This design comes from an exercise in tuning for small area, a short achievable clock period and few clock cycles per item on the open sky130 flow, not from production work. The RTL was checked by simulation tests, not by an equivalence proof against the original design.

==> flow/design.v <==
module plate_backend (
    input  wire        clk,
    input  wire        rst,           
    input  wire        in_valid,
    output wire        in_ready,
    input  wire [15:0] in_v,          
    input  wire [15:0] in_gain_f,     
    input  wire [15:0] in_gain_u,     
    input  wire [15:0] in_ofs_f,      
    input  wire [15:0] in_ofs_u,      
    input  wire [15:0] in_master,     
    input  wire [15:0] in_knee,       
    input  wire        in_split,      
    input  wire        in_dark,       
    input  wire [3:0]  in_depth,      
    input  wire [1:0]  in_dither,     
    input  wire [2:0]  in_px,         
    input  wire [2:0]  in_py,         
    input  wire [2:0]  in_t,          
    input  wire        in_lim_en,     
    input  wire [15:0] in_lim,        
    output wire        out_valid,
    input  wire        out_ready,
    output wire [13:0] out_code
);
    localparam LAST = 18;
    localparam CAP  = 20;          
    localparam PW   = $clog2(CAP);
    localparam NW   = $clog2(CAP + 1);
    function [32:0] dstep16(input [16:0] r, input [15:0] q, input [16:0] dd);
        reg [17:0] tr, df;
        begin
            tr = {r, q[15]};
            df = tr - {1'b0, dd};
            dstep16 = df[17] ? {tr[16:0], q[14:0], 1'b0} : {df[16:0], q[14:0], 1'b1};
        end
    endfunction
    function [30:0] dstep14(input [16:0] r, input [13:0] q, input [16:0] dd);
        reg [17:0] tr, df;
        begin
            tr = {r, q[13]};
            df = tr - {1'b0, dd};
            dstep14 = df[17] ? {tr[16:0], q[12:0], 1'b0} : {df[16:0], q[12:0], 1'b1};
        end
    endfunction
    function [69:0] srt16(input [18:0] s, input [18:0] c, input [15:0] l,
                          input [15:0] n, input [16:0] dp);
        reg [19:0] ys, yc, x;
        reg [3:0]  e;
        reg        qp, qn;
        begin
            ys = {s, l[15]};
            yc = {c, 1'b0};
            e  = ys[19:16] + yc[19:16];
            qp = ~e[3];
            qn = e[3] & (e != 4'hF);
            x  = qp ? ~{3'b000, dp} : qn ? {3'b000, dp} : 20'd0;
            srt16 = {ys[18:0] ^ yc[18:0] ^ x[18:0],
                     (ys[17:0] & yc[17:0]) | (ys[17:0] & x[17:0]) | (yc[17:0] & x[17:0]), qp,
                     l[14:0], qp, n[14:0], qn};
        end
    endfunction
    function [65:0] srt14(input [18:0] s, input [18:0] c, input [13:0] l,
                          input [13:0] n, input [16:0] dp);
        reg [19:0] ys, yc, x;
        reg [3:0]  e;
        reg        qp, qn;
        begin
            ys = {s, l[13]};
            yc = {c, 1'b0};
            e  = ys[19:16] + yc[19:16];
            qp = ~e[3];
            qn = e[3] & (e != 4'hF);
            x  = qp ? ~{3'b000, dp} : qn ? {3'b000, dp} : 20'd0;
            srt14 = {ys[18:0] ^ yc[18:0] ^ x[18:0],
                     (ys[17:0] & yc[17:0]) | (ys[17:0] & x[17:0]) | (yc[17:0] & x[17:0]), qp,
                     l[12:0], qp, n[12:0], qn};
        end
    endfunction
    reg  [NW-1:0] cnt;                
    reg           rdy;
    wire          acc  = in_valid & rdy;
    wire          take;
    wire [NW-1:0] cnt_n = cnt + {{(NW-1){1'b0}}, acc} - {{(NW-1){1'b0}}, take};
    assign in_ready = rdy;
    always @(posedge clk) begin
        if (rst) begin
            cnt <= {NW{1'b0}};
            rdy <= 1'b0;
        end else begin
            cnt <= cnt_n;
            rdy <= (cnt_n < CAP);
        end
    end
    reg [LAST:1] ok;
    always @(posedge clk) begin
        if (rst) ok <= {LAST{1'b0}};
        else     ok <= {ok[LAST-1:1], acc};
    end
    reg  [15:0] gf_s1;
    reg  [15:0] gu_s1;
    reg  [15:0] of_s1;
    reg  [15:0] ou_s1;
    reg  [15:0] b_s1;
    reg  [15:0] k_s1;
    reg  [0:0] split_s1;
    reg  [0:0] dark_s1;
    reg  [15:0] v_s1;
    reg  [0:0] lim_en_s1;
    reg  [1:0] dith_s1;
    reg  [2:0] px_s1;
    reg  [2:0] py_s1;
    reg  [2:0] t_s1;
    reg  [15:0] lim_s1;
    reg  [3:0] d_s1;
    always @(posedge clk) begin
        gf_s1 <= in_gain_f;
        gu_s1 <= in_gain_u;
        of_s1 <= in_ofs_f;
        ou_s1 <= in_ofs_u;
        b_s1 <= in_master;
        k_s1 <= in_knee;
        split_s1 <= in_split;
        dark_s1 <= in_dark;
        v_s1 <= in_v;
        lim_en_s1 <= in_lim_en;
        dith_s1 <= in_dither;
        px_s1 <= in_px;
        py_s1 <= in_py;
        t_s1 <= in_t;
        lim_s1 <= in_lim;
        d_s1 <= in_depth;
    end
    wire [23:0] pgl = gf_s1 * gu_s1[7:0];
    wire [23:0] pgh = gf_s1 * gu_s1[15:8];
    wire [16:0] osum = {of_s1[15], of_s1} + {ou_s1[15], ou_s1};
    wire [15:0] o = (osum[16] != osum[15]) ? {osum[16], {15{~osum[16]}}} : osum[15:0];
    wire [0:0] bgek = b_s1 >= k_s1;
    wire [0:0] dv = split_s1 & ~bgek;
    wire [0:0] ns = ~split_s1;
    wire [16:0] den = dv ? {k_s1, 1'b0} : split_s1 ? {1'b0, b_s1} : 17'd65535;
    wire [0:0] zero = dark_s1 | (v_s1 == 16'd0);
    wire [0:0] clen = lim_en_s1 & ~dark_s1;
    wire [0:0] off = dith_s1 == 2'd0;
    wire [2:0] xy = px_s1 ^ py_s1;
    wire [8:0] idx = (dith_s1 == 2'd1) ? {xy[0], py_s1[0], xy[1], py_s1[1], xy[2], py_s1[2], 3'b100} : {t_s1[0], t_s1[1], t_s1[2], xy[0], py_s1[0], xy[1], py_s1[1], xy[2], py_s1[2]};
    wire [29:0] nlim = ({14'd0, lim_s1} << d_s1) - {14'd0, lim_s1};
    wire [30:0] nl2 = dv ? {nlim, 1'b0} : {1'b0, nlim};
    reg  [23:0] pgl_s2;
    reg  [23:0] pgh_s2;
    reg  [15:0] b_s2;
    reg  [15:0] v_s2;
    reg  [3:0] d_s2;
    reg  [30:0] nl2_s2;
    reg  [16:0] den_s2;
    reg  [15:0] o_s2;
    reg  [0:0] dv_s2;
    reg  [0:0] ns_s2;
    reg  [0:0] off_s2;
    reg  [8:0] idx_s2;
    reg  [0:0] zero_s2;
    reg  [0:0] clen_s2;
    always @(posedge clk) begin
        pgl_s2 <= pgl;
        pgh_s2 <= pgh;
        b_s2 <= b_s1;
        v_s2 <= v_s1;
        d_s2 <= d_s1;
        nl2_s2 <= nl2;
        den_s2 <= den;
        o_s2 <= o;
        dv_s2 <= dv;
        ns_s2 <= ns;
        off_s2 <= off;
        idx_s2 <= idx;
        zero_s2 <= zero;
        clen_s2 <= clen;
    end
    wire [31:0] pg = {8'd0, pgl_s2} + {pgh_s2, 8'd0} + 32'd16384;
    wire [15:0] g = pg[31] ? 16'hFFFF : pg[30:15];
    wire [0:0] fovf = nl2_s2[30:14] >= den_s2;
    wire [3:0] sh = den_s2[16] ? 4'd0 : den_s2[15] ? 4'd1 : den_s2[14] ? 4'd2 : den_s2[13] ? 4'd3 : den_s2[12] ? 4'd4 : den_s2[11] ? 4'd5 : den_s2[10] ? 4'd6 : den_s2[9] ? 4'd7 : 4'd8;
    wire [16:0] denp = den_s2 << sh;
    wire [30:0] nls = nl2_s2 << sh;
    reg  [15:0] b_s3;
    reg  [15:0] v_s3;
    reg  [3:0] d_s3;
    reg  [16:0] den_s3;
    reg  [30:0] nls_s3;
    reg  [15:0] g_s3;
    reg  [15:0] o_s3;
    reg  [0:0] dv_s3;
    reg  [0:0] ns_s3;
    reg  [3:0] sh_s3;
    reg  [16:0] denp_s3;
    reg  [0:0] fovf_s3;
    reg  [0:0] off_s3;
    reg  [8:0] idx_s3;
    reg  [0:0] zero_s3;
    reg  [0:0] clen_s3;
    always @(posedge clk) begin
        b_s3 <= b_s2;
        v_s3 <= v_s2;
        d_s3 <= d_s2;
        den_s3 <= den_s2;
        nls_s3 <= nls;
        g_s3 <= g;
        o_s3 <= o_s2;
        dv_s3 <= dv_s2;
        ns_s3 <= ns_s2;
        sh_s3 <= sh;
        denp_s3 <= denp;
        fovf_s3 <= fovf;
        off_s3 <= off_s2;
        idx_s3 <= idx_s2;
        zero_s3 <= zero_s2;
        clen_s3 <= clen_s2;
    end
    wire [18:0] f_S0 = {2'b00, nls_s3[30:14]};
    wire [18:0] f_C0 = 19'd0;
    wire [13:0] f_L0 = nls_s3[13:0];
    wire [13:0] f_N0 = 14'd0;
    wire [23:0] yll = v_s3 * g_s3[7:0];
    wire [23:0] ylh = v_s3 * g_s3[15:8];
    wire [65:0] f_x1 = srt14(f_S0, f_C0, f_L0, f_N0, denp_s3);
    wire [18:0] f_S1 = f_x1[65:47];
    wire [18:0] f_C1 = f_x1[46:28];
    wire [13:0] f_L1 = f_x1[27:14];
    wire [13:0] f_N1 = f_x1[13:0];
    wire [65:0] f_x2 = srt14(f_S1, f_C1, f_L1, f_N1, denp_s3);
    wire [18:0] f_S2 = f_x2[65:47];
    wire [18:0] f_C2 = f_x2[46:28];
    wire [13:0] f_L2 = f_x2[27:14];
    wire [13:0] f_N2 = f_x2[13:0];
    reg  [15:0] b_s4;
    reg  [3:0] d_s4;
    reg  [16:0] den_s4;
    reg  [15:0] g_s4;
    reg  [23:0] yll_s4;
    reg  [23:0] ylh_s4;
    reg  [15:0] o_s4;
    reg  [0:0] dv_s4;
    reg  [0:0] ns_s4;
    reg  [3:0] sh_s4;
    reg  [16:0] denp_s4;
    reg  [18:0] f_S2_s4;
    reg  [18:0] f_C2_s4;
    reg  [13:0] f_L2_s4;
    reg  [13:0] f_N2_s4;
    reg  [0:0] fovf_s4;
    reg  [0:0] off_s4;
    reg  [8:0] idx_s4;
    reg  [0:0] zero_s4;
    reg  [0:0] clen_s4;
    always @(posedge clk) begin
        b_s4 <= b_s3;
        d_s4 <= d_s3;
        den_s4 <= den_s3;
        g_s4 <= g_s3;
        yll_s4 <= yll;
        ylh_s4 <= ylh;
        o_s4 <= o_s3;
        dv_s4 <= dv_s3;
        ns_s4 <= ns_s3;
        sh_s4 <= sh_s3;
        denp_s4 <= denp_s3;
        f_S2_s4 <= f_S2;
        f_C2_s4 <= f_C2;
        f_L2_s4 <= f_L2;
        f_N2_s4 <= f_N2;
        fovf_s4 <= fovf_s3;
        off_s4 <= off_s3;
        idx_s4 <= idx_s3;
        zero_s4 <= zero_s3;
        clen_s4 <= clen_s3;
    end
    wire [33:0] yl = {10'd0, yll_s4} + {2'd0, ylh_s4, 8'd0} + {{3{o_s4[15]}}, o_s4, 15'd16384};
    wire [15:0] y = yl[33] ? 16'd0 : (yl[32:31] != 2'b00) ? 16'hFFFF : yl[30:15];
    wire [1:0] c1g = (g_s4 >= 16'd49152) ? 2'd2 : (g_s4 >= 16'd16384) ? 2'd1 : 2'd0;
    wire [16:0] y1s = {o_s4[15], o_s4} + {15'd0, c1g};
    wire [15:0] y1 = y1s[16] ? 16'd0 : y1s[15:0];
    wire [16:0] ma0 = dv_s4 ? {y, 1'b0} : {1'b0, y};
    wire [16:0] ma1 = dv_s4 ? {y1, 1'b0} : {1'b0, y1};
    wire [65:0] f_x3 = srt14(f_S2_s4, f_C2_s4, f_L2_s4, f_N2_s4, denp_s4);
    wire [18:0] f_S3 = f_x3[65:47];
    wire [18:0] f_C3 = f_x3[46:28];
    wire [13:0] f_L3 = f_x3[27:14];
    wire [13:0] f_N3 = f_x3[13:0];
    wire [65:0] f_x4 = srt14(f_S3, f_C3, f_L3, f_N3, denp_s4);
    wire [18:0] f_S4 = f_x4[65:47];
    wire [18:0] f_C4 = f_x4[46:28];
    wire [13:0] f_L4 = f_x4[27:14];
    wire [13:0] f_N4 = f_x4[13:0];
    reg  [15:0] b_s5;
    reg  [3:0] d_s5;
    reg  [16:0] den_s5;
    reg  [0:0] dv_s5;
    reg  [0:0] ns_s5;
    reg  [16:0] ma0_s5;
    reg  [16:0] ma1_s5;
    reg  [3:0] sh_s5;
    reg  [16:0] denp_s5;
    reg  [18:0] f_S4_s5;
    reg  [18:0] f_C4_s5;
    reg  [13:0] f_L4_s5;
    reg  [13:0] f_N4_s5;
    reg  [0:0] fovf_s5;
    reg  [0:0] off_s5;
    reg  [8:0] idx_s5;
    reg  [0:0] zero_s5;
    reg  [0:0] clen_s5;
    always @(posedge clk) begin
        b_s5 <= b_s4;
        d_s5 <= d_s4;
        den_s5 <= den_s4;
        dv_s5 <= dv_s4;
        ns_s5 <= ns_s4;
        ma0_s5 <= ma0;
        ma1_s5 <= ma1;
        sh_s5 <= sh_s4;
        denp_s5 <= denp_s4;
        f_S4_s5 <= f_S4;
        f_C4_s5 <= f_C4;
        f_L4_s5 <= f_L4;
        f_N4_s5 <= f_N4;
        fovf_s5 <= fovf_s4;
        off_s5 <= off_s4;
        idx_s5 <= idx_s4;
        zero_s5 <= zero_s4;
        clen_s5 <= clen_s4;
    end
    wire [16:0] madd = dv_s5 ? {1'b0, den_s5[16:1]} : ns_s5 ? 17'd32767 : 17'd0;
    wire [24:0] m0l = ma0_s5 * b_s5[7:0];
    wire [24:0] m0h = ma0_s5 * b_s5[15:8];
    wire [24:0] m1l = ma1_s5 * b_s5[7:0];
    wire [24:0] m1h = ma1_s5 * b_s5[15:8];
    wire [65:0] f_x5 = srt14(f_S4_s5, f_C4_s5, f_L4_s5, f_N4_s5, denp_s5);
    wire [18:0] f_S5 = f_x5[65:47];
    wire [18:0] f_C5 = f_x5[46:28];
    wire [13:0] f_L5 = f_x5[27:14];
    wire [13:0] f_N5 = f_x5[13:0];
    wire [65:0] f_x6 = srt14(f_S5, f_C5, f_L5, f_N5, denp_s5);
    wire [18:0] f_S6 = f_x6[65:47];
    wire [18:0] f_C6 = f_x6[46:28];
    wire [13:0] f_L6 = f_x6[27:14];
    wire [13:0] f_N6 = f_x6[13:0];
    reg  [3:0] d_s6;
    reg  [24:0] m0l_s6;
    reg  [24:0] m0h_s6;
    reg  [16:0] madd_s6;
    reg  [24:0] m1l_s6;
    reg  [24:0] m1h_s6;
    reg  [3:0] sh_s6;
    reg  [16:0] denp_s6;
    reg  [18:0] f_S6_s6;
    reg  [18:0] f_C6_s6;
    reg  [13:0] f_L6_s6;
    reg  [13:0] f_N6_s6;
    reg  [0:0] fovf_s6;
    reg  [0:0] off_s6;
    reg  [8:0] idx_s6;
    reg  [0:0] zero_s6;
    reg  [0:0] clen_s6;
    always @(posedge clk) begin
        d_s6 <= d_s5;
        m0l_s6 <= m0l;
        m0h_s6 <= m0h;
        madd_s6 <= madd;
        m1l_s6 <= m1l;
        m1h_s6 <= m1h;
        sh_s6 <= sh_s5;
        denp_s6 <= denp_s5;
        f_S6_s6 <= f_S6;
        f_C6_s6 <= f_C6;
        f_L6_s6 <= f_L6;
        f_N6_s6 <= f_N6;
        fovf_s6 <= fovf_s5;
        off_s6 <= off_s5;
        idx_s6 <= idx_s5;
        zero_s6 <= zero_s5;
        clen_s6 <= clen_s5;
    end
    wire [32:0] m0 = {8'd0, m0l_s6} + {m0h_s6, 8'd0} + {16'd0, madd_s6};
    wire [32:0] m1 = {8'd0, m1l_s6} + {m1h_s6, 8'd0} + {16'd0, madd_s6};
    wire [32:0] ms0 = m0 << sh_s6;
    wire [32:0] ms1 = m1 << sh_s6;
    wire [65:0] f_x7 = srt14(f_S6_s6, f_C6_s6, f_L6_s6, f_N6_s6, denp_s6);
    wire [18:0] f_S7 = f_x7[65:47];
    wire [18:0] f_C7 = f_x7[46:28];
    wire [13:0] f_L7 = f_x7[27:14];
    wire [13:0] f_N7 = f_x7[13:0];
    wire [65:0] f_x8 = srt14(f_S7, f_C7, f_L7, f_N7, denp_s6);
    wire [18:0] f_S8 = f_x8[65:47];
    wire [18:0] f_C8 = f_x8[46:28];
    wire [13:0] f_L8 = f_x8[27:14];
    wire [13:0] f_N8 = f_x8[13:0];
    reg  [3:0] d_s7;
    reg  [32:0] ms0_s7;
    reg  [32:0] ms1_s7;
    reg  [16:0] denp_s7;
    reg  [18:0] f_S8_s7;
    reg  [18:0] f_C8_s7;
    reg  [13:0] f_L8_s7;
    reg  [13:0] f_N8_s7;
    reg  [0:0] fovf_s7;
    reg  [0:0] off_s7;
    reg  [8:0] idx_s7;
    reg  [0:0] zero_s7;
    reg  [0:0] clen_s7;
    always @(posedge clk) begin
        d_s7 <= d_s6;
        ms0_s7 <= ms0;
        ms1_s7 <= ms1;
        denp_s7 <= denp_s6;
        f_S8_s7 <= f_S8;
        f_C8_s7 <= f_C8;
        f_L8_s7 <= f_L8;
        f_N8_s7 <= f_N8;
        fovf_s7 <= fovf_s6;
        off_s7 <= off_s6;
        idx_s7 <= idx_s6;
        zero_s7 <= zero_s6;
        clen_s7 <= clen_s6;
    end
    wire [18:0] a_S0 = {2'b00, ms0_s7[32:16]};
    wire [18:0] a_C0 = 19'd0;
    wire [15:0] a_L0 = ms0_s7[15:0];
    wire [15:0] a_N0 = 16'd0;
    wire [18:0] b_S0 = {2'b00, ms1_s7[32:16]};
    wire [18:0] b_C0 = 19'd0;
    wire [15:0] b_L0 = ms1_s7[15:0];
    wire [15:0] b_N0 = 16'd0;
    wire [65:0] f_x9 = srt14(f_S8_s7, f_C8_s7, f_L8_s7, f_N8_s7, denp_s7);
    wire [18:0] f_S9 = f_x9[65:47];
    wire [18:0] f_C9 = f_x9[46:28];
    wire [13:0] f_L9 = f_x9[27:14];
    wire [13:0] f_N9 = f_x9[13:0];
    wire [65:0] f_x10 = srt14(f_S9, f_C9, f_L9, f_N9, denp_s7);
    wire [18:0] f_S10 = f_x10[65:47];
    wire [18:0] f_C10 = f_x10[46:28];
    wire [13:0] f_L10 = f_x10[27:14];
    wire [13:0] f_N10 = f_x10[13:0];
    wire [69:0] a_x1 = srt16(a_S0, a_C0, a_L0, a_N0, denp_s7);
    wire [18:0] a_S1 = a_x1[69:51];
    wire [18:0] a_C1 = a_x1[50:32];
    wire [15:0] a_L1 = a_x1[31:16];
    wire [15:0] a_N1 = a_x1[15:0];
    wire [69:0] a_x2 = srt16(a_S1, a_C1, a_L1, a_N1, denp_s7);
    wire [18:0] a_S2 = a_x2[69:51];
    wire [18:0] a_C2 = a_x2[50:32];
    wire [15:0] a_L2 = a_x2[31:16];
    wire [15:0] a_N2 = a_x2[15:0];
    wire [69:0] b_x1 = srt16(b_S0, b_C0, b_L0, b_N0, denp_s7);
    wire [18:0] b_S1 = b_x1[69:51];
    wire [18:0] b_C1 = b_x1[50:32];
    wire [15:0] b_L1 = b_x1[31:16];
    wire [15:0] b_N1 = b_x1[15:0];
    wire [69:0] b_x2 = srt16(b_S1, b_C1, b_L1, b_N1, denp_s7);
    wire [18:0] b_S2 = b_x2[69:51];
    wire [18:0] b_C2 = b_x2[50:32];
    wire [15:0] b_L2 = b_x2[31:16];
    wire [15:0] b_N2 = b_x2[15:0];
    reg  [3:0] d_s8;
    reg  [16:0] denp_s8;
    reg  [18:0] f_S10_s8;
    reg  [18:0] f_C10_s8;
    reg  [13:0] f_L10_s8;
    reg  [13:0] f_N10_s8;
    reg  [18:0] a_S2_s8;
    reg  [18:0] a_C2_s8;
    reg  [15:0] a_L2_s8;
    reg  [15:0] a_N2_s8;
    reg  [18:0] b_S2_s8;
    reg  [18:0] b_C2_s8;
    reg  [15:0] b_L2_s8;
    reg  [15:0] b_N2_s8;
    reg  [0:0] fovf_s8;
    reg  [0:0] off_s8;
    reg  [8:0] idx_s8;
    reg  [0:0] zero_s8;
    reg  [0:0] clen_s8;
    always @(posedge clk) begin
        d_s8 <= d_s7;
        denp_s8 <= denp_s7;
        f_S10_s8 <= f_S10;
        f_C10_s8 <= f_C10;
        f_L10_s8 <= f_L10;
        f_N10_s8 <= f_N10;
        a_S2_s8 <= a_S2;
        a_C2_s8 <= a_C2;
        a_L2_s8 <= a_L2;
        a_N2_s8 <= a_N2;
        b_S2_s8 <= b_S2;
        b_C2_s8 <= b_C2;
        b_L2_s8 <= b_L2;
        b_N2_s8 <= b_N2;
        fovf_s8 <= fovf_s7;
        off_s8 <= off_s7;
        idx_s8 <= idx_s7;
        zero_s8 <= zero_s7;
        clen_s8 <= clen_s7;
    end
    wire [65:0] f_x11 = srt14(f_S10_s8, f_C10_s8, f_L10_s8, f_N10_s8, denp_s8);
    wire [18:0] f_S11 = f_x11[65:47];
    wire [18:0] f_C11 = f_x11[46:28];
    wire [13:0] f_L11 = f_x11[27:14];
    wire [13:0] f_N11 = f_x11[13:0];
    wire [65:0] f_x12 = srt14(f_S11, f_C11, f_L11, f_N11, denp_s8);
    wire [18:0] f_S12 = f_x12[65:47];
    wire [18:0] f_C12 = f_x12[46:28];
    wire [13:0] f_L12 = f_x12[27:14];
    wire [13:0] f_N12 = f_x12[13:0];
    wire [69:0] a_x3 = srt16(a_S2_s8, a_C2_s8, a_L2_s8, a_N2_s8, denp_s8);
    wire [18:0] a_S3 = a_x3[69:51];
    wire [18:0] a_C3 = a_x3[50:32];
    wire [15:0] a_L3 = a_x3[31:16];
    wire [15:0] a_N3 = a_x3[15:0];
    wire [69:0] a_x4 = srt16(a_S3, a_C3, a_L3, a_N3, denp_s8);
    wire [18:0] a_S4 = a_x4[69:51];
    wire [18:0] a_C4 = a_x4[50:32];
    wire [15:0] a_L4 = a_x4[31:16];
    wire [15:0] a_N4 = a_x4[15:0];
    wire [69:0] b_x3 = srt16(b_S2_s8, b_C2_s8, b_L2_s8, b_N2_s8, denp_s8);
    wire [18:0] b_S3 = b_x3[69:51];
    wire [18:0] b_C3 = b_x3[50:32];
    wire [15:0] b_L3 = b_x3[31:16];
    wire [15:0] b_N3 = b_x3[15:0];
    wire [69:0] b_x4 = srt16(b_S3, b_C3, b_L3, b_N3, denp_s8);
    wire [18:0] b_S4 = b_x4[69:51];
    wire [18:0] b_C4 = b_x4[50:32];
    wire [15:0] b_L4 = b_x4[31:16];
    wire [15:0] b_N4 = b_x4[15:0];
    reg  [3:0] d_s9;
    reg  [16:0] denp_s9;
    reg  [18:0] f_S12_s9;
    reg  [18:0] f_C12_s9;
    reg  [13:0] f_L12_s9;
    reg  [13:0] f_N12_s9;
    reg  [18:0] a_S4_s9;
    reg  [18:0] a_C4_s9;
    reg  [15:0] a_L4_s9;
    reg  [15:0] a_N4_s9;
    reg  [18:0] b_S4_s9;
    reg  [18:0] b_C4_s9;
    reg  [15:0] b_L4_s9;
    reg  [15:0] b_N4_s9;
    reg  [0:0] fovf_s9;
    reg  [0:0] off_s9;
    reg  [8:0] idx_s9;
    reg  [0:0] zero_s9;
    reg  [0:0] clen_s9;
    always @(posedge clk) begin
        d_s9 <= d_s8;
        denp_s9 <= denp_s8;
        f_S12_s9 <= f_S12;
        f_C12_s9 <= f_C12;
        f_L12_s9 <= f_L12;
        f_N12_s9 <= f_N12;
        a_S4_s9 <= a_S4;
        a_C4_s9 <= a_C4;
        a_L4_s9 <= a_L4;
        a_N4_s9 <= a_N4;
        b_S4_s9 <= b_S4;
        b_C4_s9 <= b_C4;
        b_L4_s9 <= b_L4;
        b_N4_s9 <= b_N4;
        fovf_s9 <= fovf_s8;
        off_s9 <= off_s8;
        idx_s9 <= idx_s8;
        zero_s9 <= zero_s8;
        clen_s9 <= clen_s8;
    end
    wire [65:0] f_x13 = srt14(f_S12_s9, f_C12_s9, f_L12_s9, f_N12_s9, denp_s9);
    wire [18:0] f_S13 = f_x13[65:47];
    wire [18:0] f_C13 = f_x13[46:28];
    wire [13:0] f_L13 = f_x13[27:14];
    wire [13:0] f_N13 = f_x13[13:0];
    wire [65:0] f_x14 = srt14(f_S13, f_C13, f_L13, f_N13, denp_s9);
    wire [18:0] f_S14 = f_x14[65:47];
    wire [18:0] f_C14 = f_x14[46:28];
    wire [13:0] f_L14 = f_x14[27:14];
    wire [13:0] f_N14 = f_x14[13:0];
    wire [69:0] a_x5 = srt16(a_S4_s9, a_C4_s9, a_L4_s9, a_N4_s9, denp_s9);
    wire [18:0] a_S5 = a_x5[69:51];
    wire [18:0] a_C5 = a_x5[50:32];
    wire [15:0] a_L5 = a_x5[31:16];
    wire [15:0] a_N5 = a_x5[15:0];
    wire [69:0] a_x6 = srt16(a_S5, a_C5, a_L5, a_N5, denp_s9);
    wire [18:0] a_S6 = a_x6[69:51];
    wire [18:0] a_C6 = a_x6[50:32];
    wire [15:0] a_L6 = a_x6[31:16];
    wire [15:0] a_N6 = a_x6[15:0];
    wire [69:0] b_x5 = srt16(b_S4_s9, b_C4_s9, b_L4_s9, b_N4_s9, denp_s9);
    wire [18:0] b_S5 = b_x5[69:51];
    wire [18:0] b_C5 = b_x5[50:32];
    wire [15:0] b_L5 = b_x5[31:16];
    wire [15:0] b_N5 = b_x5[15:0];
    wire [69:0] b_x6 = srt16(b_S5, b_C5, b_L5, b_N5, denp_s9);
    wire [18:0] b_S6 = b_x6[69:51];
    wire [18:0] b_C6 = b_x6[50:32];
    wire [15:0] b_L6 = b_x6[31:16];
    wire [15:0] b_N6 = b_x6[15:0];
    reg  [3:0] d_s10;
    reg  [16:0] denp_s10;
    reg  [18:0] f_S14_s10;
    reg  [18:0] f_C14_s10;
    reg  [13:0] f_L14_s10;
    reg  [13:0] f_N14_s10;
    reg  [18:0] a_S6_s10;
    reg  [18:0] a_C6_s10;
    reg  [15:0] a_L6_s10;
    reg  [15:0] a_N6_s10;
    reg  [18:0] b_S6_s10;
    reg  [18:0] b_C6_s10;
    reg  [15:0] b_L6_s10;
    reg  [15:0] b_N6_s10;
    reg  [0:0] fovf_s10;
    reg  [0:0] off_s10;
    reg  [8:0] idx_s10;
    reg  [0:0] zero_s10;
    reg  [0:0] clen_s10;
    always @(posedge clk) begin
        d_s10 <= d_s9;
        denp_s10 <= denp_s9;
        f_S14_s10 <= f_S14;
        f_C14_s10 <= f_C14;
        f_L14_s10 <= f_L14;
        f_N14_s10 <= f_N14;
        a_S6_s10 <= a_S6;
        a_C6_s10 <= a_C6;
        a_L6_s10 <= a_L6;
        a_N6_s10 <= a_N6;
        b_S6_s10 <= b_S6;
        b_C6_s10 <= b_C6;
        b_L6_s10 <= b_L6;
        b_N6_s10 <= b_N6;
        fovf_s10 <= fovf_s9;
        off_s10 <= off_s9;
        idx_s10 <= idx_s9;
        zero_s10 <= zero_s9;
        clen_s10 <= clen_s9;
    end
    wire [18:0] f_R = f_S14_s10 + f_C14_s10;
    wire [13:0] f_qa = f_L14_s10 - f_N14_s10;
    wire [13:0] f_qb = f_L14_s10 + ~f_N14_s10;
    wire [13:0] f_q14 = f_R[18] ? f_qb : f_qa;
    wire [69:0] a_x7 = srt16(a_S6_s10, a_C6_s10, a_L6_s10, a_N6_s10, denp_s10);
    wire [18:0] a_S7 = a_x7[69:51];
    wire [18:0] a_C7 = a_x7[50:32];
    wire [15:0] a_L7 = a_x7[31:16];
    wire [15:0] a_N7 = a_x7[15:0];
    wire [69:0] a_x8 = srt16(a_S7, a_C7, a_L7, a_N7, denp_s10);
    wire [18:0] a_S8 = a_x8[69:51];
    wire [18:0] a_C8 = a_x8[50:32];
    wire [15:0] a_L8 = a_x8[31:16];
    wire [15:0] a_N8 = a_x8[15:0];
    wire [69:0] b_x7 = srt16(b_S6_s10, b_C6_s10, b_L6_s10, b_N6_s10, denp_s10);
    wire [18:0] b_S7 = b_x7[69:51];
    wire [18:0] b_C7 = b_x7[50:32];
    wire [15:0] b_L7 = b_x7[31:16];
    wire [15:0] b_N7 = b_x7[15:0];
    wire [69:0] b_x8 = srt16(b_S7, b_C7, b_L7, b_N7, denp_s10);
    wire [18:0] b_S8 = b_x8[69:51];
    wire [18:0] b_C8 = b_x8[50:32];
    wire [15:0] b_L8 = b_x8[31:16];
    wire [15:0] b_N8 = b_x8[15:0];
    reg  [3:0] d_s11;
    reg  [16:0] denp_s11;
    reg  [18:0] a_S8_s11;
    reg  [18:0] a_C8_s11;
    reg  [15:0] a_L8_s11;
    reg  [15:0] a_N8_s11;
    reg  [18:0] b_S8_s11;
    reg  [18:0] b_C8_s11;
    reg  [15:0] b_L8_s11;
    reg  [15:0] b_N8_s11;
    reg  [0:0] fovf_s11;
    reg  [13:0] f_q14_s11;
    reg  [0:0] off_s11;
    reg  [8:0] idx_s11;
    reg  [0:0] zero_s11;
    reg  [0:0] clen_s11;
    always @(posedge clk) begin
        d_s11 <= d_s10;
        denp_s11 <= denp_s10;
        a_S8_s11 <= a_S8;
        a_C8_s11 <= a_C8;
        a_L8_s11 <= a_L8;
        a_N8_s11 <= a_N8;
        b_S8_s11 <= b_S8;
        b_C8_s11 <= b_C8;
        b_L8_s11 <= b_L8;
        b_N8_s11 <= b_N8;
        fovf_s11 <= fovf_s10;
        f_q14_s11 <= f_q14;
        off_s11 <= off_s10;
        idx_s11 <= idx_s10;
        zero_s11 <= zero_s10;
        clen_s11 <= clen_s10;
    end
    wire [69:0] a_x9 = srt16(a_S8_s11, a_C8_s11, a_L8_s11, a_N8_s11, denp_s11);
    wire [18:0] a_S9 = a_x9[69:51];
    wire [18:0] a_C9 = a_x9[50:32];
    wire [15:0] a_L9 = a_x9[31:16];
    wire [15:0] a_N9 = a_x9[15:0];
    wire [69:0] a_x10 = srt16(a_S9, a_C9, a_L9, a_N9, denp_s11);
    wire [18:0] a_S10 = a_x10[69:51];
    wire [18:0] a_C10 = a_x10[50:32];
    wire [15:0] a_L10 = a_x10[31:16];
    wire [15:0] a_N10 = a_x10[15:0];
    wire [69:0] b_x9 = srt16(b_S8_s11, b_C8_s11, b_L8_s11, b_N8_s11, denp_s11);
    wire [18:0] b_S9 = b_x9[69:51];
    wire [18:0] b_C9 = b_x9[50:32];
    wire [15:0] b_L9 = b_x9[31:16];
    wire [15:0] b_N9 = b_x9[15:0];
    wire [69:0] b_x10 = srt16(b_S9, b_C9, b_L9, b_N9, denp_s11);
    wire [18:0] b_S10 = b_x10[69:51];
    wire [18:0] b_C10 = b_x10[50:32];
    wire [15:0] b_L10 = b_x10[31:16];
    wire [15:0] b_N10 = b_x10[15:0];
    wire [13:0] top = (14'd1 << d_s11) - 14'd1;
    wire [13:0] cl = (fovf_s11 || f_q14_s11 > top) ? top : f_q14_s11;
    reg  [3:0] d_s12;
    reg  [16:0] denp_s12;
    reg  [18:0] a_S10_s12;
    reg  [18:0] a_C10_s12;
    reg  [15:0] a_L10_s12;
    reg  [15:0] a_N10_s12;
    reg  [18:0] b_S10_s12;
    reg  [18:0] b_C10_s12;
    reg  [15:0] b_L10_s12;
    reg  [15:0] b_N10_s12;
    reg  [0:0] off_s12;
    reg  [8:0] idx_s12;
    reg  [0:0] zero_s12;
    reg  [0:0] clen_s12;
    reg  [13:0] cl_s12;
    always @(posedge clk) begin
        d_s12 <= d_s11;
        denp_s12 <= denp_s11;
        a_S10_s12 <= a_S10;
        a_C10_s12 <= a_C10;
        a_L10_s12 <= a_L10;
        a_N10_s12 <= a_N10;
        b_S10_s12 <= b_S10;
        b_C10_s12 <= b_C10;
        b_L10_s12 <= b_L10;
        b_N10_s12 <= b_N10;
        off_s12 <= off_s11;
        idx_s12 <= idx_s11;
        zero_s12 <= zero_s11;
        clen_s12 <= clen_s11;
        cl_s12 <= cl;
    end
    wire [69:0] a_x11 = srt16(a_S10_s12, a_C10_s12, a_L10_s12, a_N10_s12, denp_s12);
    wire [18:0] a_S11 = a_x11[69:51];
    wire [18:0] a_C11 = a_x11[50:32];
    wire [15:0] a_L11 = a_x11[31:16];
    wire [15:0] a_N11 = a_x11[15:0];
    wire [69:0] a_x12 = srt16(a_S11, a_C11, a_L11, a_N11, denp_s12);
    wire [18:0] a_S12 = a_x12[69:51];
    wire [18:0] a_C12 = a_x12[50:32];
    wire [15:0] a_L12 = a_x12[31:16];
    wire [15:0] a_N12 = a_x12[15:0];
    wire [69:0] b_x11 = srt16(b_S10_s12, b_C10_s12, b_L10_s12, b_N10_s12, denp_s12);
    wire [18:0] b_S11 = b_x11[69:51];
    wire [18:0] b_C11 = b_x11[50:32];
    wire [15:0] b_L11 = b_x11[31:16];
    wire [15:0] b_N11 = b_x11[15:0];
    wire [69:0] b_x12 = srt16(b_S11, b_C11, b_L11, b_N11, denp_s12);
    wire [18:0] b_S12 = b_x12[69:51];
    wire [18:0] b_C12 = b_x12[50:32];
    wire [15:0] b_L12 = b_x12[31:16];
    wire [15:0] b_N12 = b_x12[15:0];
    reg  [3:0] d_s13;
    reg  [16:0] denp_s13;
    reg  [18:0] a_S12_s13;
    reg  [18:0] a_C12_s13;
    reg  [15:0] a_L12_s13;
    reg  [15:0] a_N12_s13;
    reg  [18:0] b_S12_s13;
    reg  [18:0] b_C12_s13;
    reg  [15:0] b_L12_s13;
    reg  [15:0] b_N12_s13;
    reg  [0:0] off_s13;
    reg  [8:0] idx_s13;
    reg  [0:0] zero_s13;
    reg  [0:0] clen_s13;
    reg  [13:0] cl_s13;
    always @(posedge clk) begin
        d_s13 <= d_s12;
        denp_s13 <= denp_s12;
        a_S12_s13 <= a_S12;
        a_C12_s13 <= a_C12;
        a_L12_s13 <= a_L12;
        a_N12_s13 <= a_N12;
        b_S12_s13 <= b_S12;
        b_C12_s13 <= b_C12;
        b_L12_s13 <= b_L12;
        b_N12_s13 <= b_N12;
        off_s13 <= off_s12;
        idx_s13 <= idx_s12;
        zero_s13 <= zero_s12;
        clen_s13 <= clen_s12;
        cl_s13 <= cl_s12;
    end
    wire [69:0] a_x13 = srt16(a_S12_s13, a_C12_s13, a_L12_s13, a_N12_s13, denp_s13);
    wire [18:0] a_S13 = a_x13[69:51];
    wire [18:0] a_C13 = a_x13[50:32];
    wire [15:0] a_L13 = a_x13[31:16];
    wire [15:0] a_N13 = a_x13[15:0];
    wire [69:0] a_x14 = srt16(a_S13, a_C13, a_L13, a_N13, denp_s13);
    wire [18:0] a_S14 = a_x14[69:51];
    wire [18:0] a_C14 = a_x14[50:32];
    wire [15:0] a_L14 = a_x14[31:16];
    wire [15:0] a_N14 = a_x14[15:0];
    wire [69:0] b_x13 = srt16(b_S12_s13, b_C12_s13, b_L12_s13, b_N12_s13, denp_s13);
    wire [18:0] b_S13 = b_x13[69:51];
    wire [18:0] b_C13 = b_x13[50:32];
    wire [15:0] b_L13 = b_x13[31:16];
    wire [15:0] b_N13 = b_x13[15:0];
    wire [69:0] b_x14 = srt16(b_S13, b_C13, b_L13, b_N13, denp_s13);
    wire [18:0] b_S14 = b_x14[69:51];
    wire [18:0] b_C14 = b_x14[50:32];
    wire [15:0] b_L14 = b_x14[31:16];
    wire [15:0] b_N14 = b_x14[15:0];
    reg  [3:0] d_s14;
    reg  [16:0] denp_s14;
    reg  [18:0] a_S14_s14;
    reg  [18:0] a_C14_s14;
    reg  [15:0] a_L14_s14;
    reg  [15:0] a_N14_s14;
    reg  [18:0] b_S14_s14;
    reg  [18:0] b_C14_s14;
    reg  [15:0] b_L14_s14;
    reg  [15:0] b_N14_s14;
    reg  [0:0] off_s14;
    reg  [8:0] idx_s14;
    reg  [0:0] zero_s14;
    reg  [0:0] clen_s14;
    reg  [13:0] cl_s14;
    always @(posedge clk) begin
        d_s14 <= d_s13;
        denp_s14 <= denp_s13;
        a_S14_s14 <= a_S14;
        a_C14_s14 <= a_C14;
        a_L14_s14 <= a_L14;
        a_N14_s14 <= a_N14;
        b_S14_s14 <= b_S14;
        b_C14_s14 <= b_C14;
        b_L14_s14 <= b_L14;
        b_N14_s14 <= b_N14;
        off_s14 <= off_s13;
        idx_s14 <= idx_s13;
        zero_s14 <= zero_s13;
        clen_s14 <= clen_s13;
        cl_s14 <= cl_s13;
    end
    wire [69:0] a_x15 = srt16(a_S14_s14, a_C14_s14, a_L14_s14, a_N14_s14, denp_s14);
    wire [18:0] a_S15 = a_x15[69:51];
    wire [18:0] a_C15 = a_x15[50:32];
    wire [15:0] a_L15 = a_x15[31:16];
    wire [15:0] a_N15 = a_x15[15:0];
    wire [69:0] a_x16 = srt16(a_S15, a_C15, a_L15, a_N15, denp_s14);
    wire [18:0] a_S16 = a_x16[69:51];
    wire [18:0] a_C16 = a_x16[50:32];
    wire [15:0] a_L16 = a_x16[31:16];
    wire [15:0] a_N16 = a_x16[15:0];
    wire [69:0] b_x15 = srt16(b_S14_s14, b_C14_s14, b_L14_s14, b_N14_s14, denp_s14);
    wire [18:0] b_S15 = b_x15[69:51];
    wire [18:0] b_C15 = b_x15[50:32];
    wire [15:0] b_L15 = b_x15[31:16];
    wire [15:0] b_N15 = b_x15[15:0];
    wire [69:0] b_x16 = srt16(b_S15, b_C15, b_L15, b_N15, denp_s14);
    wire [18:0] b_S16 = b_x16[69:51];
    wire [18:0] b_C16 = b_x16[50:32];
    wire [15:0] b_L16 = b_x16[31:16];
    wire [15:0] b_N16 = b_x16[15:0];
    reg  [3:0] d_s15;
    reg  [18:0] a_S16_s15;
    reg  [18:0] a_C16_s15;
    reg  [15:0] a_L16_s15;
    reg  [15:0] a_N16_s15;
    reg  [18:0] b_S16_s15;
    reg  [18:0] b_C16_s15;
    reg  [15:0] b_L16_s15;
    reg  [15:0] b_N16_s15;
    reg  [0:0] off_s15;
    reg  [8:0] idx_s15;
    reg  [0:0] zero_s15;
    reg  [0:0] clen_s15;
    reg  [13:0] cl_s15;
    always @(posedge clk) begin
        d_s15 <= d_s14;
        a_S16_s15 <= a_S16;
        a_C16_s15 <= a_C16;
        a_L16_s15 <= a_L16;
        a_N16_s15 <= a_N16;
        b_S16_s15 <= b_S16;
        b_C16_s15 <= b_C16;
        b_L16_s15 <= b_L16;
        b_N16_s15 <= b_N16;
        off_s15 <= off_s14;
        idx_s15 <= idx_s14;
        zero_s15 <= zero_s14;
        clen_s15 <= clen_s14;
        cl_s15 <= cl_s14;
    end
    wire [18:0] a_R = a_S16_s15 + a_C16_s15;
    wire [15:0] a_qa = a_L16_s15 - a_N16_s15;
    wire [15:0] a_qb = a_L16_s15 + ~a_N16_s15;
    wire [15:0] a_q16 = a_R[18] ? a_qb : a_qa;
    wire [18:0] b_R = b_S16_s15 + b_C16_s15;
    wire [15:0] b_qa = b_L16_s15 - b_N16_s15;
    wire [15:0] b_qb = b_L16_s15 + ~b_N16_s15;
    wire [15:0] b_q16 = b_R[18] ? b_qb : b_qa;
    reg  [3:0] d_s16;
    reg  [0:0] off_s16;
    reg  [8:0] idx_s16;
    reg  [15:0] a_q16_s16;
    reg  [15:0] b_q16_s16;
    reg  [0:0] zero_s16;
    reg  [0:0] clen_s16;
    reg  [13:0] cl_s16;
    always @(posedge clk) begin
        d_s16 <= d_s15;
        off_s16 <= off_s15;
        idx_s16 <= idx_s15;
        a_q16_s16 <= a_q16;
        b_q16_s16 <= b_q16;
        zero_s16 <= zero_s15;
        clen_s16 <= clen_s15;
        cl_s16 <= cl_s15;
    end
    wire [15:0] th = off_s16 ? 16'h7FFF : {idx_s16, 7'h3F};
    wire [29:0] n0 = ({14'd0, a_q16_s16} << d_s16) - {14'd0, a_q16_s16} + {14'd0, th};
    wire [29:0] n1 = ({14'd0, b_q16_s16} << d_s16) - {14'd0, b_q16_s16} + {14'd0, th};
    reg  [29:0] n0_s17;
    reg  [29:0] n1_s17;
    reg  [0:0] zero_s17;
    reg  [0:0] clen_s17;
    reg  [13:0] cl_s17;
    always @(posedge clk) begin
        n0_s17 <= n0;
        n1_s17 <= n1;
        zero_s17 <= zero_s16;
        clen_s17 <= clen_s16;
        cl_s17 <= cl_s16;
    end
    wire [13:0] code0 = n0_s17[29:16] + {13'd0, ({3'd0, n0_s17[29:16]} + {1'b0, n0_s17[15:0]}) >= 17'd65535};
    wire [13:0] code1 = n1_s17[29:16] + {13'd0, ({3'd0, n1_s17[29:16]} + {1'b0, n1_s17[15:0]}) >= 17'd65535};
    reg  [0:0] zero_s18;
    reg  [0:0] clen_s18;
    reg  [13:0] code0_s18;
    reg  [13:0] cl_s18;
    reg  [13:0] code1_s18;
    always @(posedge clk) begin
        zero_s18 <= zero_s17;
        clen_s18 <= clen_s17;
        code0_s18 <= code0;
        cl_s18 <= cl_s17;
        code1_s18 <= code1;
    end
    wire [13:0] res = zero_s18 ? 14'd0 : (clen_s18 && code0_s18 > cl_s18) ? ((code1_s18 <= cl_s18) ? cl_s18 : 14'd0) : code0_s18;
    reg [13:0]   oreg;
    reg          ovld;
    reg [13:0]   fifo [0:CAP-2];
    reg [PW-1:0] wp, rp;
    reg [NW-1:0] fcnt;
    wire         wr    = ok[LAST];
    wire         load  = ~ovld | out_ready;
    wire         fne   = (fcnt != {NW{1'b0}});
    wire         bypass = load & ~fne;
    wire         push  = wr & ~bypass;
    wire         pop   = load & fne;
    assign out_valid = ovld;
    assign out_code  = oreg;
    assign take      = ovld & out_ready;
    always @(posedge clk) begin
        if (push) fifo[wp] <= res;
        if (load) oreg <= fne ? fifo[rp] : res;
        if (rst) begin
            ovld <= 1'b0;
            wp   <= {PW{1'b0}};
            rp   <= {PW{1'b0}};
            fcnt <= {NW{1'b0}};
        end else begin
            if (load) ovld <= fne | wr;
            if (push) wp <= (wp == CAP - 2) ? {PW{1'b0}} : wp + 1'b1;
            if (pop)  rp <= (rp == CAP - 2) ? {PW{1'b0}} : rp + 1'b1;
            fcnt <= fcnt + {{(NW-1){1'b0}}, push} - {{(NW-1){1'b0}}, pop};
        end
    end
endmodule
==> flow/run.sh <==
#!/bin/bash
# synth_recipe.tcl (not shown) runs the flow's synth.tcl, then flattens the netlist and writes it again
# the make line also repeats each setting of config.mk as NAME=value (left out here)
make -C /OpenROAD-flow-scripts/flow DESIGN_CONFIG=/design/flow/config.mk WORK_HOME=/design/flow/orfs CLKGATE_MAP_FILE= SYNTH_SCRIPT=/design/flow/synth_recipe.tcl finish
==> flow/config.mk <==
export PLATFORM = sky130hd
export DESIGN_NAME = plate_backend
export DESIGN_NICKNAME = plate_backend
export VERILOG_FILES = /design/flow/design.v
export SDC_FILE = /design/flow/constraint.sdc
export NUM_CORES = 4
export LEC_CHECK = 0
export CAP_MARGIN = 20
export CORE_MARGIN = 2
export CORE_UTILIZATION = 40
export CTS_BUF_LIST = sky130_fd_sc_hd__clkbuf_4 sky130_fd_sc_hd__clkbuf_8 sky130_fd_sc_hd__clkbuf_16
export CTS_CLUSTER_DIAMETER = 80
export CTS_CLUSTER_SIZE = 24
export PLACE_DENSITY = 0.6
export SETUP_SLACK_MARGIN = 4
export SLEW_MARGIN = 20
==> flow/constraint.sdc <==
create_clock -name core_clock -period 11.0 [get_ports {clk}]
set_input_delay 2.2000 -clock core_clock [delete_from_list [all_inputs] [get_ports {clk}]]
set_output_delay 2.2000 -clock core_clock [all_outputs]
set_load 0.01 [all_outputs]
==> run notes <==
## worst paths after layout
path | start | slack, ns | endpoint | cells past startpoint
worst min register to register | o_s2[1] | 0.20 | o_s3[1] | 0
worst max-delay path | b_S2_s8[16] | 5.03 | b_S4_s9[9] | 19
worst min-delay path | o_s2[1] | 0.20 | o_s3[1] | 0
worst max register to register | b_S2_s8[16] | 5.03 | b_S4_s9[9] | 19
## area by class of cell
class / instances / area, um^2 / share of cell area
multi-input combinational: 9225 / 83600 / 0.494
sequential: 3128 / 65400 / 0.387
tap: 5197 / 6500 / 0.0385
inverter: 1379 / 5180 / 0.0306
clock buffer: 203 / 4700 / 0.0278
timing repair buffer: 304 / 2700 / 0.0160
clock inverter: 65 / 983 / 0.00582
antenna: 2 / 5.00 / 0.0000296
## synth_stat cells (45+ instances only)
| cell | count |
|---|---|
| a211oi_1 | 59 |
| a21o_1 | 193 |
| a21oi_1 | 789 |
| a31oi_1 | 63 |
| and2_1 | 644 |
| buf_1 | 74 |
| clkbuf_1 | 482 |
| dfxtp_1 | 2848 |
| edfxtp_1 | 280 |
| fa_1 | 1524 |
| ha_1 | 1107 |
| inv_1 | 1376 |
| mux2i_1 | 243 |
| mux4_2 | 90 |
| nand2_1 | 1354 |
| nand2b_1 | 64 |
| nand3_1 | 136 |
| nor2_1 | 803 |
| nor2b_1 | 77 |
| nor3_1 | 95 |
| o21a_1 | 59 |
| o21ai_0 | 697 |
| o21bai_1 | 45 |
| xnor2_1 | 413 |
| xor2_1 | 210 |
## worst max-delay path: stages, from the launching register on
cell and delay (ns):
dfxtp_1 0.35, ha_1 0.29, a21o_1 0.11, a21oi_1 0.10, xnor2_2 0.62, inv_1 0.34
a31oi_2 0.70, nand2_1 0.13, o21ai_0 0.13, fa_1 0.52, ha_1 0.31, a21o_1 0.18
a21oi_1 0.17, xnor2_1 0.15, xnor2_1 0.13, buf_4 0.26, inv_1 0.11, nand2_1 0.47
a21oi_1 0.19, fa_1 0.54
## registers in the layout, indices dropped and copies added, names as in the netlist, 24 cells and up, named ones only
name and count:
fifo 266, ms0_s7 33, ms1_s7 33, nl2_s2 31, nls_s3 31, n0_s17 30, n1_s17 30, m0h_s6 25
m0l_s6 25, m1h_s6 25, m1l_s6 25, pgh_s2 24, ylh_s4 24
## kinds of logic (layout without fill, tap and decap cells)
kind of cell / count (synthesis) / count (layout) / share of synthesized area
compound gates: 2210 / 2210 / 0.0839
simple gates: 3384 / 3384 / 0.0998
buf+inv: 1946 / 1951 / 0.0469
mux: 373 / 373 / 0.0314
fa+ha+maj: 2632 / 2632 / 0.284
other cells: 0 / 2 / 0
xor+xnor: 626 / 626 / 0.0352
flops: 3128 / 3128 / 0.419
## routing by layer
| layer | up-vias | track usage | part of all wire |
|---|---|---|---|
| met5 | - | 0 | 0.000080 |
| met4 | 4 | 0.0414 | 0.025 |
| met3 | 417 | 0.0188 | 0.039 |
| met2 | 1652 | 0.291 | 0.47 |
| met1 | 45700 | 0.234 | 0.47 |
| li1 | 46300 | - | - |
## metrics by stage
step                 util  hold WS, ns
floorplan               -        0.310
global placement    0.420        0.310
detailed placement  0.420        0.312
CTS                 0.434        0.203
global route        0.435        0.212
finish              0.435        0.201
==> impl_metrics.env <==
export IMPL_outcome="finished clean"
export IMPL_final_common_cell="dfxtp_1"
export IMPL_clk_transition_reported_paths_ns=0.09
export IMPL_placement_io_buffers=165
export IMPL_final_setup_tns_ns=0
export IMPL_synthToLayoutAreaGrowth_pct=8.21
export IMPL_cts_sinks=3128
export IMPL_hpwlAfterDp_um=263000
export IMPL_setup_violations=0
export IMPL_clock_root_buffer="clkbuf_16"
export IMPL_grt_setup_unrepaired="no"
export IMPL_grt_pass1_vias=96500
export IMPL_yosys_area_top_type="dfxtp_1"
export IMPL_clock_tree_buffer_depth=4
export IMPL_synth_net_count=17100
export IMPL_via_per_inst=4.83
export IMPL_final_setup_skew_ns=0.129
export IMPL_grt_first_pass_wirelength_um=544000
export IMPL_tritoncts_num_buffers=179
export IMPL_maxCapViolations=0
export IMPL_synthArstFlopShare=0
export IMPL_grt_max_degree=88
export IMPL_antenna_found_initial=19
export IMPL_worst_slew_margin_rel=0.277
export IMPL_critical_path_required_ns=11.77
export IMPL_detail_route_drc_violations=0
export IMPL_final_period_minus_worst_setup_slack_ns=5.97
export IMPL_final_min_period_over_clock_period=0.543
export IMPL_postCtsSetupRepairBufs=0
export IMPL_yosys_most_used_dff="dfxtp_1"
export IMPL_antenna_left=0
export IMPL_gp_congestion=0.840
export IMPL_synth_avg_cell_area_um2=10.9
export IMPL_die_height_um=629
export IMPL_worstHoldPathType="flop to flop"
export IMPL_drt_pass1_iterations=6
export IMPL_wl_per_cell_um=17.4
export IMPL_stdcell_count=19500
export IMPL_routed_wl_um=338000
export IMPL_synth_cell_types=96
export IMPL_grt_use_total=0.171
export IMPL_dpl_cell_area_um2=163000
export IMPL_overflow_left_after_global_routing=0
export IMPL_worst_setup_path_type="flop to flop"
export IMPL_cts_repair_resized=0
export IMPL_finalMaxSlewViolations=0
export IMPL_tritoncts="done"
export IMPL_worst_path_max_fanout=20
export IMPL_die_area_um2=396000
export IMPL_top_level_ports=166
export IMPL_start_util=0.402
export IMPL_postSynthCellCount=14300
export IMPL_worst_ep_arrival_time_ns=6.74
export IMPL_synthDominantCellAreaShare=0.365
export IMPL_worst_slack_ns=5.03
export IMPL_edff_count_synth=280
export IMPL_report_final_hold_viol_count=0
export IMPL_design_core_area_um2=389000
export IMPL_holdBufCountCts=0
export IMPL_dp_worst_setup_slack_ns=4.60
export IMPL_numPlacedInstances=19200
export IMPL_fillerInstances=36900
export IMPL_detail_route_iter0_violations=5386
export IMPL_postSynthRegisterBits=3128
export IMPL_routed_via_count=94100
export IMPL_row_count=229
export IMPL_final_std_cell_area_no_fill_um2=169000
export IMPL_worstSetupEndpointType="flop"
export IMPL_clock_fmax_mhz=167
export IMPL_drive_above_1_share=0.0448
export IMPL_synth_area_um2=156000
export IMPL_die_w_um=629
export IMPL_post_synth_main_area_contributors="dfxtp_1 36%, fa_1 20%, ha_1 8.9%, edfxtp_1 5.4%, inv_1 3.3%"
export IMPL_cp_start_kind="flop"
export IMPL_cts_max_level=4
export IMPL_synth_sequential_area_ratio=0.419
export IMPL_layout_common_cells="2839 x dfxtp_1, 1524 x fa_1, 1375 x inv_1, 1353 x nand2_1, 1107 x ha_1"
export IMPL_final_net_count=17000
export IMPL_yosysWarningCount=1
export IMPL_timing_worst_slew_pin_value_ns=1.08
export IMPL_clock_latency_ns=0.94
Testbench counts, summed over its fixed seeds: cycles 3,352, items 3,200.

## port drivers added, routing unchanged
No port has a modelled driver above. Below, the same layout with a new extraction and two added sets of constraints. Step 1: set_driving_cell puts a clkbuf_16 on clk and a buf_2 on each other input, an assumption about the parent block. Step 2 times the ports against the registers' clock, not the clock port: input delays grow and output delays shrink by t, the midpoint of the rising clock arrivals with the driver on. Slacks: ideal / step 1 / step 2; pairs: ideal / step 1.
shift t [ns]: 0.993
setup WS [ns]: 5.026 / 5.026 / 5.026
worst setup path after step 2: register to register
worst register clock-pin slew, ns: 0.10 / 0.10
cell pins on the clock port's net: 1
After both steps this run still meets setup and hold. The setup slack of this run moves by 0.000 ns with the drivers and by 0.000 ns with both steps.
